This design comes from an exercise in tuning for small area, a short achievable clock period and few clock cycles per item on the open sky130 flow, not from production work. At most, simulation tests tie the RTL to the original design; equivalence was not proved.

## the reference run
==> flow/design.v (excerpt) <==
module aes_enc_core (
    input  wire         clk,
    input  wire         rst,         
    input  wire         in_valid,
    output wire         in_ready,
    input  wire         key_256,     
    input  wire [255:0] key,
    input  wire [127:0] block_in,
    output reg          out_valid,
    output wire [127:0] block_out
);
==> module aes_enc_core, before the edit <==
module aes_enc_core (
    input  wire         clk,
    input  wire         rst,         
    input  wire         in_valid,
    output wire         in_ready,
    input  wire         key_256,     
    input  wire [255:0] key,
    input  wire [127:0] block_in,
    output reg          out_valid,
    output wire [127:0] block_out
);
    genvar i;
    integer b;
    reg  [127:0] st1;
    reg  [255:0] k1;
    reg          busy1, mode1, last1;
    reg  [3:0]   round1;
    reg  [7:0]   rcon1;
    reg          ksel_w, ksel_rw, ksel_rh;
    reg  [223:0] m2;         
    reg  [55:0]  km2;        
    reg  [255:0] k2;
    reg          busy2, mode2, last2;
    reg  [3:0]   round2;
    reg  [7:0]   rcon2;
    reg  [127:0] out_q;
    reg          in_ready_q;
    assign block_out = out_q;
    assign in_ready = in_ready_q;
    wire load = in_ready;
    wire [127:0] ark = st1 ^ k1[255:128];
    wire [31:0]  kx_in = ({32{ksel_w}}  & k1[31:0])
                       | ({32{ksel_rw}} & {k1[23:0], k1[31:24]})
                       | ({32{ksel_rh}} & {k1[151:128], k1[159:152]});
    wire [63:0]  inv1;
    wire [159:0] tv1;
    wire [15:0]  kinv1;
    wire [39:0]  ktv1;
    generate
        for (i = 0; i < 16; i = i + 1) begin : g_sbt
            aes_sbox_top u_t (.in(ark[127-8*i -: 8]), .inv(inv1[63-4*i -: 4]),
                             .tv(tv1[159-10*i -: 10]));
        end
        for (i = 0; i < 4; i = i + 1) begin : g_ksbt
            aes_sbox_top u_t (.in(kx_in[31-8*i -: 8]), .inv(kinv1[15-4*i -: 4]),
                             .tv(ktv1[39-10*i -: 10]));
        end
    endgenerate
    wire [127:0] sub;
    generate
        for (i = 0; i < 16; i = i + 1) begin : g_sbb
            aes_sbox_bot u_b (.tv(m2[223-14*i -: 10]), .inv(m2[213-14*i -: 4]),
                              .out(sub[127-8*i -: 8]));
        end
    endgenerate
    wire [127:0] shifted;
    generate
        for (i = 0; i < 16; i = i + 1) begin : g_sr
            localparam integer R = i % 4;
            localparam integer C = i / 4;
            localparam integer SRC = ((C + R) % 4) * 4 + R;
            assign shifted[127-8*i -: 8] = sub[127-8*SRC -: 8];
        end
    endgenerate
    wire [127:0] mixed;
    generate
        for (i = 0; i < 4; i = i + 1) begin : g_mc
            wire [7:0] a0 = shifted[127-32*i -: 8];
            wire [7:0] a1 = shifted[119-32*i -: 8];
            wire [7:0] a2 = shifted[111-32*i -: 8];
            wire [7:0] a3 = shifted[103-32*i -: 8];
            wire [7:0] d0 = a0 ^ a1;
            wire [7:0] d1 = a1 ^ a2;
            wire [7:0] d2 = a2 ^ a3;
            wire [7:0] d3 = a3 ^ a0;
            wire [7:0] x0 = {d0[6:0], 1'b0} ^ (d0[7] ? 8'h1b : 8'h00);
            wire [7:0] x1 = {d1[6:0], 1'b0} ^ (d1[7] ? 8'h1b : 8'h00);
            wire [7:0] x2 = {d2[6:0], 1'b0} ^ (d2[7] ? 8'h1b : 8'h00);
            wire [7:0] x3 = {d3[6:0], 1'b0} ^ (d3[7] ? 8'h1b : 8'h00);
            assign mixed[127-32*i -: 8] = x0 ^ (a1 ^ d2);
            assign mixed[119-32*i -: 8] = x1 ^ (a2 ^ d3);
            assign mixed[111-32*i -: 8] = x2 ^ (a3 ^ d0);
            assign mixed[103-32*i -: 8] = x3 ^ (a0 ^ d1);
        end
    endgenerate
    wire [31:0] kx_sub;
    generate
        for (i = 0; i < 4; i = i + 1) begin : g_ksbb
            aes_sbox_bot u_b (.tv(km2[55-14*i -: 10]), .inv(km2[45-14*i -: 4]),
                              .out(kx_sub[31-8*i -: 8]));
        end
    endgenerate
    wire        kx_rot = !mode2 || round2[0];
    wire [31:0] b0 = k2[255:224] ^ {kx_rot ? rcon2 : 8'h00, 24'h0};
    wire [31:0] b1 = b0 ^ k2[223:192];
    wire [31:0] b2 = b1 ^ k2[191:160];
    wire [31:0] b3 = b2 ^ k2[159:128];
    wire [127:0] next_words = {b0, b1, b2, b3} ^ {4{kx_sub}};
    wire [127:0] tk_base = mode2 ? k2[127:0] : {b0, b1, b2, b3};
    wire [31:0]  tk_sub  = mode2 ? 32'h0 : kx_sub;
    always @(posedge clk) begin
        for (b = 0; b < 16; b = b + 1)
            m2[223-14*b -: 14] <= {tv1[159-10*b -: 10], inv1[63-4*b -: 4]};
        for (b = 0; b < 4; b = b + 1)
            km2[55-14*b -: 14] <= {ktv1[39-10*b -: 10], kinv1[15-4*b -: 4]};
        k2     <= k1;
        mode2  <= mode1;
        round2 <= round1;
        last2  <= last1;
        rcon2  <= rcon1;
        out_q <= (shifted ^ tk_base) ^ {4{tk_sub}};
        if (load) begin
            st1    <= block_in;
            k1     <= key;
            mode1  <= key_256;
            round1 <= 4'd1;
            last1  <= 1'b0;
            rcon1  <= 8'h01;
            ksel_w  <= 1'b0;
            ksel_rw <= key_256;
            ksel_rh <= !key_256;
        end else begin
            st1    <= mixed;
            k1     <= {mode2 ? k2[127:0] : next_words, next_words};
            mode1  <= mode2;
            round1 <= round2 + 4'd1;
            last1  <= (round2 == (mode2 ? 4'd13 : 4'd9));
            rcon1  <= kx_rot ? ({rcon2[6:0], 1'b0} ^ (rcon2[7] ? 8'h1b : 8'h00)) : rcon2;
            ksel_w  <= mode2 && round2[0];
            ksel_rw <= mode2 && !round2[0];
            ksel_rh <= !mode2;
        end
    end
    always @(posedge clk) begin
        if (rst) begin
            busy1     <= 1'b0;
            busy2     <= 1'b0;
            out_valid <= 1'b0;
            in_ready_q <= 1'b1;
        end else begin
            busy2     <= busy1;
            busy1     <= load ? in_valid : (busy2 && !last2);
            out_valid <= busy2 && last2;
            in_ready_q <= (!busy1 || last1) &&
                          (load ? (!in_valid || !key_256)
                                : (!busy2 || last2 || !mode2 || round2 >= 4'd4));
        end
    end
endmodule
clock: 9.0 ns
lec_check: 0
cap_margin: 20
core_margin: 2
core_utilization: 60
place_density: 0.7
setup_slack_margin: 5
slew_margin: 20
standard.sh (not shown) runs the stock make flow with config.mk's settings and CLKGATE_MAP_FILE= SYNTH_SCRIPT=/design/flow/synth_recipe.tcl, a recipe that flattens the netlist after the stock synthesis.
==> flow/flow/run.sh <==
#!/bin/bash
set -euo pipefail
rm -rf scripts
cp -r "$FLOW_HOME/scripts" scripts
cat > scripts/abc_speed.script <<'EOT'
&get -n
&st
&dch
&nf -R 1000
&put
buffer -c
topo
stime -c
upsize -c
dnsize -c
EOT
bash standard.sh SCRIPTS_DIR="$PWD/scripts" SETUP_SLACK_MARGIN=5.6 \
  "BUFFER_PORTS_ARGS=-buffer_cell sky130_fd_sc_hd__buf_1" \
  "CTS_ARGS=-sink_clustering_enable -repair_clock_nets -dont_use_dummy_load -sink_clustering_size 24 -sink_clustering_max_diameter 120" finish > standard.log 2>&1
Testbench counts of the reference run, summed over its fixed seeds: cycles 23,252, items 1,920.
Inputs modified between the reference run and the trial run:
diff --git a/flow/design.v b/flow/design.v
--- a/flow/design.v
+++ b/flow/design.v
@@ -178,14 +178,12 @@
     reg  [255:0] k1;
     reg          busy1, mode1, last1;
     reg  [3:0]   round1;
-    reg  [7:0]   rcon1;
     reg          ksel_w, ksel_rw, ksel_rh;
     reg  [223:0] m2;         
     reg  [55:0]  km2;        
     reg  [255:0] k2;
     reg          busy2, mode2, last2;
     reg  [3:0]   round2;
-    reg  [7:0]   rcon2;
     reg  [127:0] out_q;
     reg          in_ready_q;
     assign block_out = out_q;
@@ -254,6 +252,22 @@
         end
     endgenerate
     wire        kx_rot = !mode2 || round2[0];
+    reg  [7:0]  rcon2;
+    always @(*) begin
+        case (mode2 ? {1'b0, round2[3:1]} : round2 - 4'd1)
+            4'd0:    rcon2 = 8'h01;
+            4'd1:    rcon2 = 8'h02;
+            4'd2:    rcon2 = 8'h04;
+            4'd3:    rcon2 = 8'h08;
+            4'd4:    rcon2 = 8'h10;
+            4'd5:    rcon2 = 8'h20;
+            4'd6:    rcon2 = 8'h40;
+            4'd7:    rcon2 = 8'h80;
+            4'd8:    rcon2 = 8'h1b;
+            4'd9:    rcon2 = 8'h36;
+            default: rcon2 = 8'h00;
+        endcase
+    end
     wire [31:0] b0 = k2[255:224] ^ {kx_rot ? rcon2 : 8'h00, 24'h0};
     wire [31:0] b1 = b0 ^ k2[223:192];
     wire [31:0] b2 = b1 ^ k2[191:160];
@@ -270,7 +284,6 @@
         mode2  <= mode1;
         round2 <= round1;
         last2  <= last1;
-        rcon2  <= rcon1;
         out_q <= (shifted ^ tk_base) ^ {4{tk_sub}};
         if (load) begin
             st1    <= block_in;
@@ -278,7 +291,6 @@
             mode1  <= key_256;
             round1 <= 4'd1;
             last1  <= 1'b0;
-            rcon1  <= 8'h01;
             ksel_w  <= 1'b0;
             ksel_rw <= key_256;
             ksel_rh <= !key_256;
@@ -288,7 +300,6 @@
             mode1  <= mode2;
             round1 <= round2 + 4'd1;
             last1  <= (round2 == (mode2 ? 4'd13 : 4'd9));
-            rcon1  <= kx_rot ? ({rcon2[6:0], 1'b0} ^ (rcon2[7] ? 8'h1b : 8'h00)) : rcon2;
             ksel_w  <= mode2 && round2[0];
             ksel_rw <= mode2 && !round2[0];
             ksel_rh <= !mode2;
Cell count went up slightly going from the reference run to the trial run. For the trial run, the worst setup path startpoint was m2[169], unlike the reference run, where it was km2[43]. Taking the reference run as the reference point, the average via count per standard cell of the trial run falls by 1.2%. Share of the cycle needed by the critical path after routing sits higher in the trial run than in the reference run. Compared with the reference run, total of cells resized after clock tree synthesis in the trial run increased by more than a quarter. Compared with the reference run, the trial run shows a lower critical path required time. The critical path capture point comes out st1[93] in one run and out_q[63] in the other, namely in the trial run and the reference run respectively. Final hold violation count came out exactly the same in the reference run and the trial run. Compared the reference run against the trial run; y dimension of the die within noise. Per-cell routed wire length came out lower on the trial run than on the reference run. The setup slack of the trial run is smaller than that of the reference run. Compared with the reference run, total number of vias in the trial run decreased slightly. The sequential cell count in the trial run sits 16 below the value recorded for the reference run.
No functional check of the RTL was part of the trial run.


== run a ==
The RTL this note starts from:
==> flow/design.v <==
module aes_sbox_top (
    input  wire [7:0]  in,
    output wire [3:0]  inv,
    output wire [17:0] tv      
);
    wire U0 = in[7], U1 = in[6], U2 = in[5], U3 = in[4];
    wire U4 = in[3], U5 = in[2], U6 = in[1], U7 = in[0];
    wire T1 = U0 ^ U3;
    wire T2 = U0 ^ U5;
    wire T3 = U0 ^ U6;
    wire T4 = U3 ^ U5;
    wire T5 = U4 ^ U6;
    wire T6 = T1 ^ T5;
    wire T7 = U1 ^ U2;
    wire T8 = U7 ^ T6;
    wire T9 = U7 ^ T7;
    wire T10 = T6 ^ T7;
    wire T11 = U1 ^ U5;
    wire T12 = U2 ^ U5;
    wire T13 = T3 ^ T4;
    wire T14 = T6 ^ T11;
    wire T15 = T5 ^ T11;
    wire T16 = T5 ^ T12;
    wire T17 = T9 ^ T16;
    wire T18 = U3 ^ U7;
    wire T19 = T7 ^ T18;
    wire T20 = T1 ^ T19;
    wire T21 = U6 ^ U7;
    wire T22 = T7 ^ T21;
    wire T23 = T2 ^ T22;
    wire T24 = T2 ^ T10;
    wire T25 = T20 ^ T17;
    wire T26 = T3 ^ T16;
    wire T27 = T1 ^ T12;
    wire M1 = T13 & T6;
    wire M2 = T23 & T8;
    wire M3 = T14 ^ M1;
    wire M4 = T19 & U7;
    wire M5 = M4 ^ M1;
    wire M6 = T3 & T16;
    wire M7 = T22 & T9;
    wire M8 = T26 ^ M6;
    wire M9 = T20 & T17;
    wire M10 = M9 ^ M6;
    wire M11 = T1 & T15;
    wire M12 = T4 & T27;
    wire M13 = M12 ^ M11;
    wire M14 = T2 & T10;
    wire M15 = M14 ^ M11;
    wire M16 = M3 ^ M2;
    wire M17 = M5 ^ T24;
    wire M18 = M8 ^ M7;
    wire M19 = M10 ^ M15;
    wire M20 = M16 ^ M13;
    wire M21 = M17 ^ M15;
    wire M22 = M18 ^ M13;
    wire M23 = M19 ^ T25;
    wire M24 = M22 ^ M23;
    wire M25 = M22 & M20;
    wire M26 = M21 ^ M25;
    wire M27 = M20 ^ M21;
    wire M28 = M23 ^ M25;
    wire M29 = M28 & M27;
    wire M30 = M26 & M24;
    wire M31 = M20 & M23;
    wire M32 = M27 & M31;
    wire M33 = M27 ^ M25;
    wire M34 = M21 & M22;
    wire M35 = M24 & M34;
    wire M36 = M24 ^ M25;
    wire M37 = M21 ^ M29;
    wire M38 = M32 ^ M33;
    wire M39 = M23 ^ M30;
    wire M40 = M35 ^ M36;
    assign inv = {M37, M38, M39, M40};
    assign tv  = {T1, T2, T3, T4, T6, T8, T9, T10, T13, T15, T16, T17, T19, T20,
                  T22, T23, T27, U7};
endmodule
module aes_sbox_bot (
    input  wire [17:0] tv,
    input  wire [3:0]  inv,
    output wire [7:0]  out
);
    wire T1 = tv[17], T2 = tv[16], T3 = tv[15], T4 = tv[14], T6 = tv[13];
    wire T8 = tv[12], T9 = tv[11], T10 = tv[10], T13 = tv[9], T15 = tv[8];
    wire T16 = tv[7], T17 = tv[6], T19 = tv[5], T20 = tv[4], T22 = tv[3];
    wire T23 = tv[2], T27 = tv[1], U7 = tv[0];
    wire M37 = inv[3], M38 = inv[2], M39 = inv[1], M40 = inv[0];
    wire M41 = M38 ^ M40;
    wire M42 = M37 ^ M39;
    wire M43 = M37 ^ M38;
    wire M44 = M39 ^ M40;
    wire M45 = M42 ^ M41;
    wire M46 = M44 & T6;
    wire M47 = M40 & T8;
    wire M48 = M39 & U7;
    wire M49 = M43 & T16;
    wire M50 = M38 & T9;
    wire M51 = M37 & T17;
    wire M52 = M42 & T15;
    wire M53 = M45 & T27;
    wire M54 = M41 & T10;
    wire M55 = M44 & T13;
    wire M56 = M40 & T23;
    wire M57 = M39 & T19;
    wire M58 = M43 & T3;
    wire M59 = M38 & T22;
    wire M60 = M37 & T20;
    wire M61 = M42 & T1;
    wire M62 = M45 & T4;
    wire M63 = M41 & T2;
    wire L0 = M61 ^ M62;
    wire L1 = M50 ^ M56;
    wire L2 = M46 ^ M48;
    wire L3 = M47 ^ M55;
    wire L4 = M54 ^ M58;
    wire L5 = M49 ^ M61;
    wire L6 = M62 ^ L5;
    wire L7 = M46 ^ L3;
    wire L8 = M51 ^ M59;
    wire L9 = M52 ^ M53;
    wire L10 = M53 ^ L4;
    wire L11 = M60 ^ L2;
    wire L12 = M48 ^ M51;
    wire L13 = M50 ^ L0;
    wire L14 = M52 ^ M61;
    wire L15 = M55 ^ L1;
    wire L16 = M56 ^ L0;
    wire L17 = M57 ^ L1;
    wire L18 = M58 ^ L8;
    wire L19 = M63 ^ L4;
    wire L20 = L0 ^ L1;
    wire L21 = L1 ^ L7;
    wire L22 = L3 ^ L12;
    wire L23 = L18 ^ L2;
    wire L24 = L15 ^ L9;
    wire L25 = L6 ^ L10;
    wire L26 = L7 ^ L9;
    wire L27 = L8 ^ L10;
    wire L28 = L11 ^ L14;
    wire L29 = L11 ^ L17;
    assign out[7] = L6 ^ L24;
    assign out[6] = ~(L16 ^ L26);
    assign out[5] = ~(L19 ^ L28);
    assign out[4] = L6 ^ L21;
    assign out[3] = L20 ^ L22;
    assign out[2] = L25 ^ L29;
    assign out[1] = ~(L13 ^ L27);
    assign out[0] = ~(L6 ^ L23);
endmodule
module aes_enc_core (
    input  wire         clk,
    input  wire         rst,         
    input  wire         in_valid,
    output wire         in_ready,
    input  wire         key_256,     
    input  wire [255:0] key,
    input  wire [127:0] block_in,
    output reg          out_valid,
    output wire [127:0] block_out
);
    genvar i;
    integer b;
    reg  [127:0] st1;
    reg  [255:0] k1;
    reg          busy1, mode1, last1;
    reg  [3:0]   round1;
    reg  [7:0]   rcon1;
    reg          ksel_w, ksel_rw, ksel_rh;
    reg  [351:0] m2;         
    reg  [87:0]  km2;        
    reg  [255:0] k2;
    reg          busy2, mode2, last2;
    reg  [3:0]   round2;
    reg  [7:0]   rcon2;
    reg  [127:0] out_q;
    reg          in_ready_q;
    assign block_out = out_q;
    assign in_ready = in_ready_q;
    wire load = in_ready;
    wire [127:0] ark = st1 ^ k1[255:128];
    wire [31:0]  kx_in = ({32{ksel_w}}  & k1[31:0])
                       | ({32{ksel_rw}} & {k1[23:0], k1[31:24]})
                       | ({32{ksel_rh}} & {k1[151:128], k1[159:152]});
    wire [63:0]  inv1;
    wire [287:0] tv1;
    wire [15:0]  kinv1;
    wire [71:0]  ktv1;
    generate
        for (i = 0; i < 16; i = i + 1) begin : g_sbt
            aes_sbox_top u_t (.in(ark[127-8*i -: 8]), .inv(inv1[63-4*i -: 4]),
                             .tv(tv1[287-18*i -: 18]));
        end
        for (i = 0; i < 4; i = i + 1) begin : g_ksbt
            aes_sbox_top u_t (.in(kx_in[31-8*i -: 8]), .inv(kinv1[15-4*i -: 4]),
                             .tv(ktv1[71-18*i -: 18]));
        end
    endgenerate
    wire [127:0] sub;
    generate
        for (i = 0; i < 16; i = i + 1) begin : g_sbb
            aes_sbox_bot u_b (.tv(m2[351-22*i -: 18]), .inv(m2[333-22*i -: 4]),
                              .out(sub[127-8*i -: 8]));
        end
    endgenerate
    wire [127:0] shifted;
    generate
        for (i = 0; i < 16; i = i + 1) begin : g_sr
            localparam integer R = i % 4;
            localparam integer C = i / 4;
            localparam integer SRC = ((C + R) % 4) * 4 + R;
            assign shifted[127-8*i -: 8] = sub[127-8*SRC -: 8];
        end
    endgenerate
    wire [127:0] mixed;
    generate
        for (i = 0; i < 4; i = i + 1) begin : g_mc
            wire [7:0] a0 = shifted[127-32*i -: 8];
            wire [7:0] a1 = shifted[119-32*i -: 8];
            wire [7:0] a2 = shifted[111-32*i -: 8];
            wire [7:0] a3 = shifted[103-32*i -: 8];
            wire [7:0] t  = a0 ^ a1 ^ a2 ^ a3;
            wire [7:0] d0 = a0 ^ a1;
            wire [7:0] d1 = a1 ^ a2;
            wire [7:0] d2 = a2 ^ a3;
            wire [7:0] d3 = a3 ^ a0;
            wire [7:0] x0 = {d0[6:0], 1'b0} ^ (d0[7] ? 8'h1b : 8'h00);
            wire [7:0] x1 = {d1[6:0], 1'b0} ^ (d1[7] ? 8'h1b : 8'h00);
            wire [7:0] x2 = {d2[6:0], 1'b0} ^ (d2[7] ? 8'h1b : 8'h00);
            wire [7:0] x3 = {d3[6:0], 1'b0} ^ (d3[7] ? 8'h1b : 8'h00);
            assign mixed[127-32*i -: 8] = a0 ^ t ^ x0;
            assign mixed[119-32*i -: 8] = a1 ^ t ^ x1;
            assign mixed[111-32*i -: 8] = a2 ^ t ^ x2;
            assign mixed[103-32*i -: 8] = a3 ^ t ^ x3;
        end
    endgenerate
    wire [31:0] kx_sub;
    generate
        for (i = 0; i < 4; i = i + 1) begin : g_ksbb
            aes_sbox_bot u_b (.tv(km2[87-22*i -: 18]), .inv(km2[69-22*i -: 4]),
                              .out(kx_sub[31-8*i -: 8]));
        end
    endgenerate
    wire        kx_rot = !mode2 || round2[0];
    wire [31:0] b0 = k2[255:224] ^ {kx_rot ? rcon2 : 8'h00, 24'h0};
    wire [31:0] b1 = b0 ^ k2[223:192];
    wire [31:0] b2 = b1 ^ k2[191:160];
    wire [31:0] b3 = b2 ^ k2[159:128];
    wire [127:0] next_words = {b0, b1, b2, b3} ^ {4{kx_sub}};
    wire [127:0] tk_base = mode2 ? k2[127:0] : {b0, b1, b2, b3};
    wire [31:0]  tk_sub  = mode2 ? 32'h0 : kx_sub;
    always @(posedge clk) begin
        for (b = 0; b < 16; b = b + 1)
            m2[351-22*b -: 22] <= {tv1[287-18*b -: 18], inv1[63-4*b -: 4]};
        for (b = 0; b < 4; b = b + 1)
            km2[87-22*b -: 22] <= {ktv1[71-18*b -: 18], kinv1[15-4*b -: 4]};
        k2     <= k1;
        mode2  <= mode1;
        round2 <= round1;
        last2  <= last1;
        rcon2  <= rcon1;
        out_q <= (shifted ^ tk_base) ^ {4{tk_sub}};
        if (load) begin
            st1    <= block_in;
            k1     <= key;
            mode1  <= key_256;
            round1 <= 4'd1;
            last1  <= 1'b0;
            rcon1  <= 8'h01;
            ksel_w  <= 1'b0;
            ksel_rw <= key_256;
            ksel_rh <= !key_256;
        end else begin
            st1    <= mixed;
            k1     <= {mode2 ? k2[127:0] : next_words, next_words};
            mode1  <= mode2;
            round1 <= round2 + 4'd1;
            last1  <= (round2 == (mode2 ? 4'd13 : 4'd9));
            rcon1  <= kx_rot ? ({rcon2[6:0], 1'b0} ^ (rcon2[7] ? 8'h1b : 8'h00)) : rcon2;
            ksel_w  <= mode2 && round2[0];
            ksel_rw <= mode2 && !round2[0];
            ksel_rh <= !mode2;
        end
    end
    always @(posedge clk) begin
        if (rst) begin
            busy1     <= 1'b0;
            busy2     <= 1'b0;
            out_valid <= 1'b0;
            in_ready_q <= 1'b1;
        end else begin
            busy2     <= busy1;
            busy1     <= load ? in_valid : (busy2 && !last2);
            out_valid <= busy2 && last2;
            in_ready_q <= (!busy1 || last1) &&
                          (load ? (!in_valid || !key_256)
                                : (!busy2 || last2 || !mode2 || round2 >= 4'd4));
        end
    end
endmodule
Settings: LEC_CHECK=0, CAP_MARGIN=20, CORE_MARGIN=2, CORE_UTILIZATION=60, PLACE_DENSITY=0.7, SETUP_SLACK_MARGIN=5, SLEW_MARGIN=20; clock period 9.0 ns.
Scripts as last shown in full above: flow/flow/run.sh
Testbench counts of run a, summed over its fixed seeds: cycles 23,252, items 1,920.
Modified inputs, run b compared to run a
-- flow/design.v --
<<< run a, line 1
module aes_sbox_top (
    input  wire [7:0]  in,
    output wire [3:0]  inv,
    output wire [17:0] tv      
);
    wire U0 = in[7], U1 = in[6], U2 = in[5], U3 = in[4];
>>> run b, line 1
module aes_sbox_top (
    input  wire [7:0] in,
    output wire [3:0] inv,
    output wire [9:0] tv      
);
    wire U0 = in[7], U1 = in[6], U2 = in[5], U3 = in[4];
<<< run a, line 74
    wire M40 = M35 ^ M36;
    assign inv = {M37, M38, M39, M40};
    assign tv  = {T1, T2, T3, T4, T6, T8, T9, T10, T13, T15, T16, T17, T19, T20,
                  T22, T23, T27, U7};
endmodule
module aes_sbox_bot (
    input  wire [17:0] tv,
    input  wire [3:0]  inv,
    output wire [7:0]  out
);
    wire T1 = tv[17], T2 = tv[16], T3 = tv[15], T4 = tv[14], T6 = tv[13];
    wire T8 = tv[12], T9 = tv[11], T10 = tv[10], T13 = tv[9], T15 = tv[8];
    wire T16 = tv[7], T17 = tv[6], T19 = tv[5], T20 = tv[4], T22 = tv[3];
    wire T23 = tv[2], T27 = tv[1], U7 = tv[0];
    wire M37 = inv[3], M38 = inv[2], M39 = inv[1], M40 = inv[0];
    wire M41 = M38 ^ M40;
>>> run b, line 74
    wire M40 = M35 ^ M36;
    assign inv = {M37, M38, M39, M40};
    assign tv  = {T1, T2, T3, T6, T8, T9, T15, T16, T19, T23};
endmodule
module aes_sbox_bot (
    input  wire [9:0] tv,
    input  wire [3:0] inv,
    output wire [7:0] out
);
    wire T1 = tv[9];
    wire T2 = tv[8];
    wire T3 = tv[7];
    wire T6 = tv[6];
    wire T8 = tv[5];
    wire T9 = tv[4];
    wire T15 = tv[3];
    wire T16 = tv[2];
    wire T19 = tv[1];
    wire T23 = tv[0];
    wire T4 = T1 ^ T2;
    wire T10 = T8 ^ T9;
    wire T13 = T19 ^ T23;
    wire T17 = T9 ^ T16;
    wire T20 = T1 ^ T19;
    wire T22 = T2 ^ T23;
    wire T27 = T6 ^ T16;
    wire U7 = T6 ^ T8;
    wire M37 = inv[3], M38 = inv[2], M39 = inv[1], M40 = inv[0];
    wire M41 = M38 ^ M40;
<<< run a, line 168
    reg  [7:0]   rcon1;
    reg          ksel_w, ksel_rw, ksel_rh;
    reg  [351:0] m2;         
    reg  [87:0]  km2;        
    reg  [255:0] k2;
    reg          busy2, mode2, last2;
>>> run b, line 181
    reg  [7:0]   rcon1;
    reg          ksel_w, ksel_rw, ksel_rh;
    reg  [223:0] m2;         
    reg  [55:0]  km2;        
    reg  [255:0] k2;
    reg          busy2, mode2, last2;
<<< run a, line 184
                       | ({32{ksel_rh}} & {k1[151:128], k1[159:152]});
    wire [63:0]  inv1;
    wire [287:0] tv1;
    wire [15:0]  kinv1;
    wire [71:0]  ktv1;
    generate
        for (i = 0; i < 16; i = i + 1) begin : g_sbt
            aes_sbox_top u_t (.in(ark[127-8*i -: 8]), .inv(inv1[63-4*i -: 4]),
                             .tv(tv1[287-18*i -: 18]));
        end
        for (i = 0; i < 4; i = i + 1) begin : g_ksbt
            aes_sbox_top u_t (.in(kx_in[31-8*i -: 8]), .inv(kinv1[15-4*i -: 4]),
                             .tv(ktv1[71-18*i -: 18]));
        end
    endgenerate
>>> run b, line 197
                       | ({32{ksel_rh}} & {k1[151:128], k1[159:152]});
    wire [63:0]  inv1;
    wire [159:0] tv1;
    wire [15:0]  kinv1;
    wire [39:0]  ktv1;
    generate
        for (i = 0; i < 16; i = i + 1) begin : g_sbt
            aes_sbox_top u_t (.in(ark[127-8*i -: 8]), .inv(inv1[63-4*i -: 4]),
                             .tv(tv1[159-10*i -: 10]));
        end
        for (i = 0; i < 4; i = i + 1) begin : g_ksbt
            aes_sbox_top u_t (.in(kx_in[31-8*i -: 8]), .inv(kinv1[15-4*i -: 4]),
                             .tv(ktv1[39-10*i -: 10]));
        end
    endgenerate
<<< run a, line 200
    generate
        for (i = 0; i < 16; i = i + 1) begin : g_sbb
            aes_sbox_bot u_b (.tv(m2[351-22*i -: 18]), .inv(m2[333-22*i -: 4]),
                              .out(sub[127-8*i -: 8]));
        end
>>> run b, line 213
    generate
        for (i = 0; i < 16; i = i + 1) begin : g_sbb
            aes_sbox_bot u_b (.tv(m2[223-14*i -: 10]), .inv(m2[213-14*i -: 4]),
                              .out(sub[127-8*i -: 8]));
        end
<<< run a, line 238
    generate
        for (i = 0; i < 4; i = i + 1) begin : g_ksbb
            aes_sbox_bot u_b (.tv(km2[87-22*i -: 18]), .inv(km2[69-22*i -: 4]),
                              .out(kx_sub[31-8*i -: 8]));
        end
>>> run b, line 251
    generate
        for (i = 0; i < 4; i = i + 1) begin : g_ksbb
            aes_sbox_bot u_b (.tv(km2[55-14*i -: 10]), .inv(km2[45-14*i -: 4]),
                              .out(kx_sub[31-8*i -: 8]));
        end
<<< run a, line 252
    always @(posedge clk) begin
        for (b = 0; b < 16; b = b + 1)
            m2[351-22*b -: 22] <= {tv1[287-18*b -: 18], inv1[63-4*b -: 4]};
        for (b = 0; b < 4; b = b + 1)
            km2[87-22*b -: 22] <= {ktv1[71-18*b -: 18], kinv1[15-4*b -: 4]};
        k2     <= k1;
        mode2  <= mode1;
>>> run b, line 265
    always @(posedge clk) begin
        for (b = 0; b < 16; b = b + 1)
            m2[223-14*b -: 14] <= {tv1[159-10*b -: 10], inv1[63-4*b -: 4]};
        for (b = 0; b < 4; b = b + 1)
            km2[55-14*b -: 14] <= {ktv1[39-10*b -: 10], kinv1[15-4*b -: 4]};
        k2     <= k1;
        mode2  <= mode1;
Notes after the runs:
- Across run b and run a, none had a timing, DRC or antenna violation.
- Diff run a -> run b: overall overflow remaining after global route saw little to no change.
- Taking run a as the reference, in run b final cycle utilization of the critical path climbed 0.22 points; fraction of synthesized cell area in xor and xnor cells up 3.8 points; chip width -about 1.2%.
- Looking at number of design-rule violations left by the first detailed-router iteration, run b sits 254 higher than run a does.
- Cmp run b and run a / sequential share of layout area / higher: run a
- For run a, the timing startpoint of the critical path was m2[310], unlike run b, where it was m2[155].
- Diff run a -> run b: average detailed-routed wire length per instance roughly the same, utilization lower.
- [run b vs run a] synthesized cell area: lower in run b
- st1[12] as the capturing element of the worst setup path was reported by run a, and st1[91] by run b.
Testbench counts of run b, summed over its fixed seeds: cycles 23,252, items 1,920.

-- what the ideal ports hide --
No port has a modelled driver above. Below, the same layouts with a new extraction and two added sets of constraints.
Step 1, drivers: a clkbuf_16 drives clk and a buf_2 each remaining input, both assumed.
Step 2 also shifts input and output timing later by t, the mid clock arrival at the registers, as if the neighbouring blocks saw the same clock.
a / b / c = ideal ports / drivers / drivers and shift; a / b = the first two.
run	t, ns	slack for setup (ns)	worst hold slack (ns)	worst setup path after step 2
the reference run	0.744	5.604 / 5.604 / 5.604	0.306 / 0.306 / 0.306	register to register
the trial run	0.724	5.575 / 5.575 / 5.575	0.307 / 0.307 / 0.307	register to register
run a	0.773	5.636 / 5.571 / 5.636	0.319 / 0.319 / 0.319	register to register
run b	0.754	5.616 / 5.616 / 5.616	0.307 / 0.307 / 0.307	register to register
After both steps setup and hold are still met in every run listed.
